From an optimization exercise on the open Yosys and OpenROAD flow, aimed at small area, a short achievable clock period and few clock cycles per item; shortcuts taken in it are not production practice. RTL that was checked went through simulation tests only; none was proved equivalent to the original. Power is estimated from default activity; no workload was simulated.

## stripe_engine
module stripe_engine (
  input  wire        clk,
  input  wire        rst,
  input  wire        cmd_valid,
  output wire        cmd_ready,
  input  wire [1:0]  cmd_op,        
  input  wire [4:0]  cmd_dcount,    
  input  wire [21:0] cmd_miss,      
  input  wire        cmd_miss_p,    
  input  wire        cmd_miss_q,    
  input  wire        in_valid,
  output wire        in_ready,
  input  wire [63:0] in_data,
  output wire        res_valid,
  input  wire        res_ready,
  output reg  [2:0]  res_status,
  output reg  [4:0]  res_pos,
  output reg  [63:0] res_p,
  output reg  [63:0] res_q,
  output reg  [63:0] res_dx,
  output reg  [63:0] res_dy
);
  localparam ST_OK = 3'd0, ST_QBAD = 3'd1, ST_PBAD = 3'd2, ST_LOST = 3'd3, ST_DBAD = 3'd4;
  function automatic [7:0] gf_mul(input [7:0] a, input [7:0] b);
    reg [7:0] r, t;
    integer i;
    begin
      r = 8'h00;
      t = a;
      for (i = 0; i < 8; i = i + 1) begin
        if (b[i]) r = r ^ t;
  ...
For scale: about 530 flip-flops, about 370 I/O pins, ~29000 um^2 of cells after synthesis.
clock: 15.0 ns
lec_check: 0
cap_margin: 20
core_margin: 2
core_utilization: 65
place_density: 0.75
slew_margin: 20
standard.sh (not shown) runs the stock make flow with config.mk's settings and CLKGATE_MAP_FILE= SYNTH_SCRIPT=/design/flow/synth_recipe.tcl, a recipe that flattens the netlist after the stock synthesis.
==> flow/flow/run.sh <==
#!/bin/bash
# Standard ORFS layout with a tighter repair target and small port buffers.
set -euo pipefail
bash standard.sh SETUP_SLACK_MARGIN=10.6 \
  "BUFFER_PORTS_ARGS=-buffer_cell sky130_fd_sc_hd__buf_1" finish > orfs_make.log 2>&1
Testbench counts at the start, summed over its fixed seeds: cycles 37,082, items 1,920.
Edit:
--- a/flow/design.v
+++ b/flow/design.v
@@ -128,22 +128,22 @@
   reg [4:0]  bcnt;              
   reg [4:0]  xr, yr;            
   reg [1:0]  nd;                
   reg [63:0] pacc, racc;        
   assign cmd_ready = cmd_ready_r;
   assign in_ready  = in_ready_r;
   wire cmd_take  = cmd_valid & cmd_ready_r;
   wire beat_d    = in_valid & rdy_d;
   wire beat_p    = in_valid & rdy_p;
   wire beat_q    = in_valid & rdy_q;
-  wire missing   = rec_r & miss_r[0];      
-  reg  last_d;                   
+  wire missing   = rec_r & miss_r[bcnt];
+  wire last_d    = (bcnt == n_r - 5'd1);
   wire [4:0] bnext = bcnt + 5'd1;
   reg [63:0] racc_x;
   integer l;
   always @(*) begin
     for (l = 0; l < 8; l = l + 1)
       racc_x[8*l +: 8] = gf_xinv(racc[8*l +: 8]);
   end
   reg        pass;              
   reg        ldone;             
   reg [3:0]  cnt;               
@@ -267,26 +267,23 @@
   always @(posedge clk) begin
     if (cmd_ready_r) begin
       rec_r  <= (cmd_op == 2'd1);
       chk_r  <= (cmd_op == 2'd2);
       n_r    <= cmd_dcount;
       miss_r <= cmd_miss;
       mp_r   <= cmd_miss_p;
       mq_r   <= cmd_miss_q;
       bcnt   <= 5'd0;
       nd     <= 2'd0;
-      last_d <= (cmd_dcount == 5'd1);
     end
     if (beat_d) begin
-      bcnt   <= bnext;
-      miss_r <= {1'b0, miss_r[21:1]};
-      last_d <= (bnext == n_r - 5'd1);
+      bcnt <= bnext;
       if (missing) begin
         if (nd == 2'd0) xr <= bcnt;
         if (nd == 2'd1) yr <= bcnt;
         if (nd != 2'd3) nd <= nd + 2'd1;
       end
     end
   end
   always @(posedge clk) begin
     if (rdy_q) begin
       ldone  <= 1'b0;
Effect: Worst setup slack is worse by 0.011 ns. Total power went down slightly. Routed wire length stays flat. Sequential share of layout area went down by 0.50 points. Final cell count went up slightly. Critical path depth stays the same. Combinational power went down by a few percent. Global-route usage hardly moves. Flip-flop and latch count went down by 1. Via count stays flat. Final area went up slightly. Synthesized cell count went up slightly. Non-clock buffer count went up by 12. Die area went up slightly.
Function not checked in the second run of this note: the RTL went through the layout flow alone.

========
Another version of the RTL of stripe_engine (not shown whole).
Size in the first run: about 530 flip-flops, ~370 I/O pins, ~30000 um^2 of cells after synthesis.
## stripe_engine
module stripe_engine (
  input  wire        clk,
  input  wire        rst,
  input  wire        cmd_valid,
  output wire        cmd_ready,
  input  wire [1:0]  cmd_op,        
  input  wire [4:0]  cmd_dcount,    
  input  wire [21:0] cmd_miss,      
  input  wire        cmd_miss_p,    
  input  wire        cmd_miss_q,    
  input  wire        in_valid,
  output wire        in_ready,
  input  wire [63:0] in_data,
  output wire        res_valid,
  input  wire        res_ready,
  output reg  [2:0]  res_status,
  output reg  [4:0]  res_pos,
  output reg  [63:0] res_p,
  output reg  [63:0] res_q,
  output reg  [63:0] res_dx,
  output reg  [63:0] res_dy
);
  localparam ST_OK = 3'd0, ST_QBAD = 3'd1, ST_PBAD = 3'd2, ST_LOST = 3'd3, ST_DBAD = 3'd4;
  function automatic [7:0] gf_mul(input [7:0] a, input [7:0] b);
    reg [7:0] r, t;
    integer i;
    begin
      r = 8'h00;
      t = a;
      for (i = 0; i < 8; i = i + 1) begin
        if (b[i]) r = r ^ t;
        t = {t[6:0], 1'b0} ^ (t[7] ? 8'h1D : 8'h00);
      end
      gf_mul = r;
    end
  endfunction
  function automatic [7:0] gf_xtime(input [7:0] a);
    gf_xtime = {a[6:0], 1'b0} ^ (a[7] ? 8'h1D : 8'h00);
  endfunction
  function automatic [7:0] gf_xinv(input [7:0] a);
    gf_xinv = {1'b0, a[7:1]} ^ (a[0] ? 8'h8E : 8'h00);
  endfunction
  function automatic [7:0] g_pos(input [4:0] e);
    g_pos =
      (e == 5'd0) ? 8'h01 :
      (e == 5'd1) ? 8'h02 :
      (e == 5'd2) ? 8'h04 :
      (e == 5'd3) ? 8'h08 :
      (e == 5'd4) ? 8'h10 :
      (e == 5'd5) ? 8'h20 :
      (e == 5'd6) ? 8'h40 :
      (e == 5'd7) ? 8'h80 :
      (e == 5'd8) ? 8'h1D :
      (e == 5'd9) ? 8'h3A :
      (e == 5'd10) ? 8'h74 :
      (e == 5'd11) ? 8'hE8 :
      (e == 5'd12) ? 8'hCD :
      (e == 5'd13) ? 8'h87 :
      (e == 5'd14) ? 8'h13 :
      (e == 5'd15) ? 8'h26 :
      (e == 5'd16) ? 8'h4C :
      (e == 5'd17) ? 8'h98 :
      (e == 5'd18) ? 8'h2D :
      (e == 5'd19) ? 8'h5A :
      (e == 5'd20) ? 8'hB4 :
      (e == 5'd21) ? 8'h75 :
      8'h00;
  endfunction
  ...
export LEC_CHECK = 0
export CAP_MARGIN = 20
export CORE_MARGIN = 2
export CORE_UTILIZATION = 65
export PLACE_DENSITY = 0.75
export SLEW_MARGIN = 20
create_clock -name core_clock -period 15.0 [get_ports {clk}]
Scripts as last shown in full above: flow/flow/run.sh
==> next run, changes <==
--- a/flow/design.v
+++ b/flow/design.v
@@ -262,15 +262,15 @@
         rv   <= 1'b1;
       end
       if (rv && res_ready)
         rv <= 1'b0;
     end
   end
   always @(posedge clk) begin
-    if (cmd_ready_r) begin
+    if (cmd_take) begin
       rec_r  <= (cmd_op == 2'd1);
       chk_r  <= (cmd_op == 2'd2);
       n_r    <= cmd_dcount;
       miss_r <= cmd_miss;
       mp_r   <= cmd_miss_p;
       mq_r   <= cmd_miss_q;
       bcnt   <= 5'd0;
@@ -358,15 +358,16 @@
           res_pos    <= xpos;
         end else                 res_status <= ST_LOST;
       end
     end
   end
   always @(posedge clk) begin
     pacc <= ((beat_d & first) ? 64'd0 : pacc) ^ ((beat_d & ~missing) ? in_data : 64'd0);
-    racc <= racc ^ ({64{beat_d}} & (((first ? 64'd0 : racc_x) ^ racc) ^ (missing ? 64'd0 : in_data)));
+    if (beat_d)
+      racc <= (first ? 64'd0 : racc_x) ^ (missing ? 64'd0 : in_data);
   end
   always @(posedge clk) begin
     s_u <= sp ^ mq ^ mr;
     s_x <= x1;
   end
   always @(posedge clk) begin
     if (rdy_p) begin
After rerunning: The changed run completed with no timing, DRC or antenna violations. Hold slack gains 0.0065 ns. Flip-flop and latch count stays the same. Setup slack barely changes. Clock-buffer cell count grows by 1. Total power shrinks by 10%. Via count shrinks by 3.9%. Design area shrinks by 0.51%. Final cell count shrinks by 4.0%. Die area is about the same. Utilization shrinks by 0.38 points. Sequential share of layout area grows by 2.1 points.
Testbench counts after the change, summed over its fixed seeds: cycles 37,082, items 1,920.
For the first run of this note, only the layout was checked, not whether the RTL still works.

==> static timing again, ports no longer ideal <==
The flow's constraints put no driver on any port. The routed layouts listed below were extracted and timed again, unchanged, in two steps.
Step 1: set_driving_cell puts a clkbuf_16 on clk and a buf_2 on each other input, an assumption about the parent block.
Step 2 also shifts input and output timing later by t, the mid clock arrival at the registers, as if the neighbouring blocks saw the same clock.
a / b / c = ideal / step 1 / step 2; a / b = the first two.
| run | t (ns) | slack for setup (ns) | worst slew at a driven data input, ns |
|---|---|---|---|
| the first run of note 1 | 0.665 | 10.607 / 10.547 / 10.077 | 0.09 |
| the second run of note 1 | 0.670 | 10.596 / 10.537 / 10.026 | 0.08 |
| the first run of note 2 | 0.677 | 10.603 / 10.539 / 10.044 | 0.10 |
| the second run of note 2 | 0.660 | 10.605 / 10.547 / 10.193 | 0.10 |
After both steps setup and hold are still met in every run listed. For the second run of note 1, which loses most, drivers alone change the setup slack by -0.059 ns; drivers and shift together by -0.570 ns.
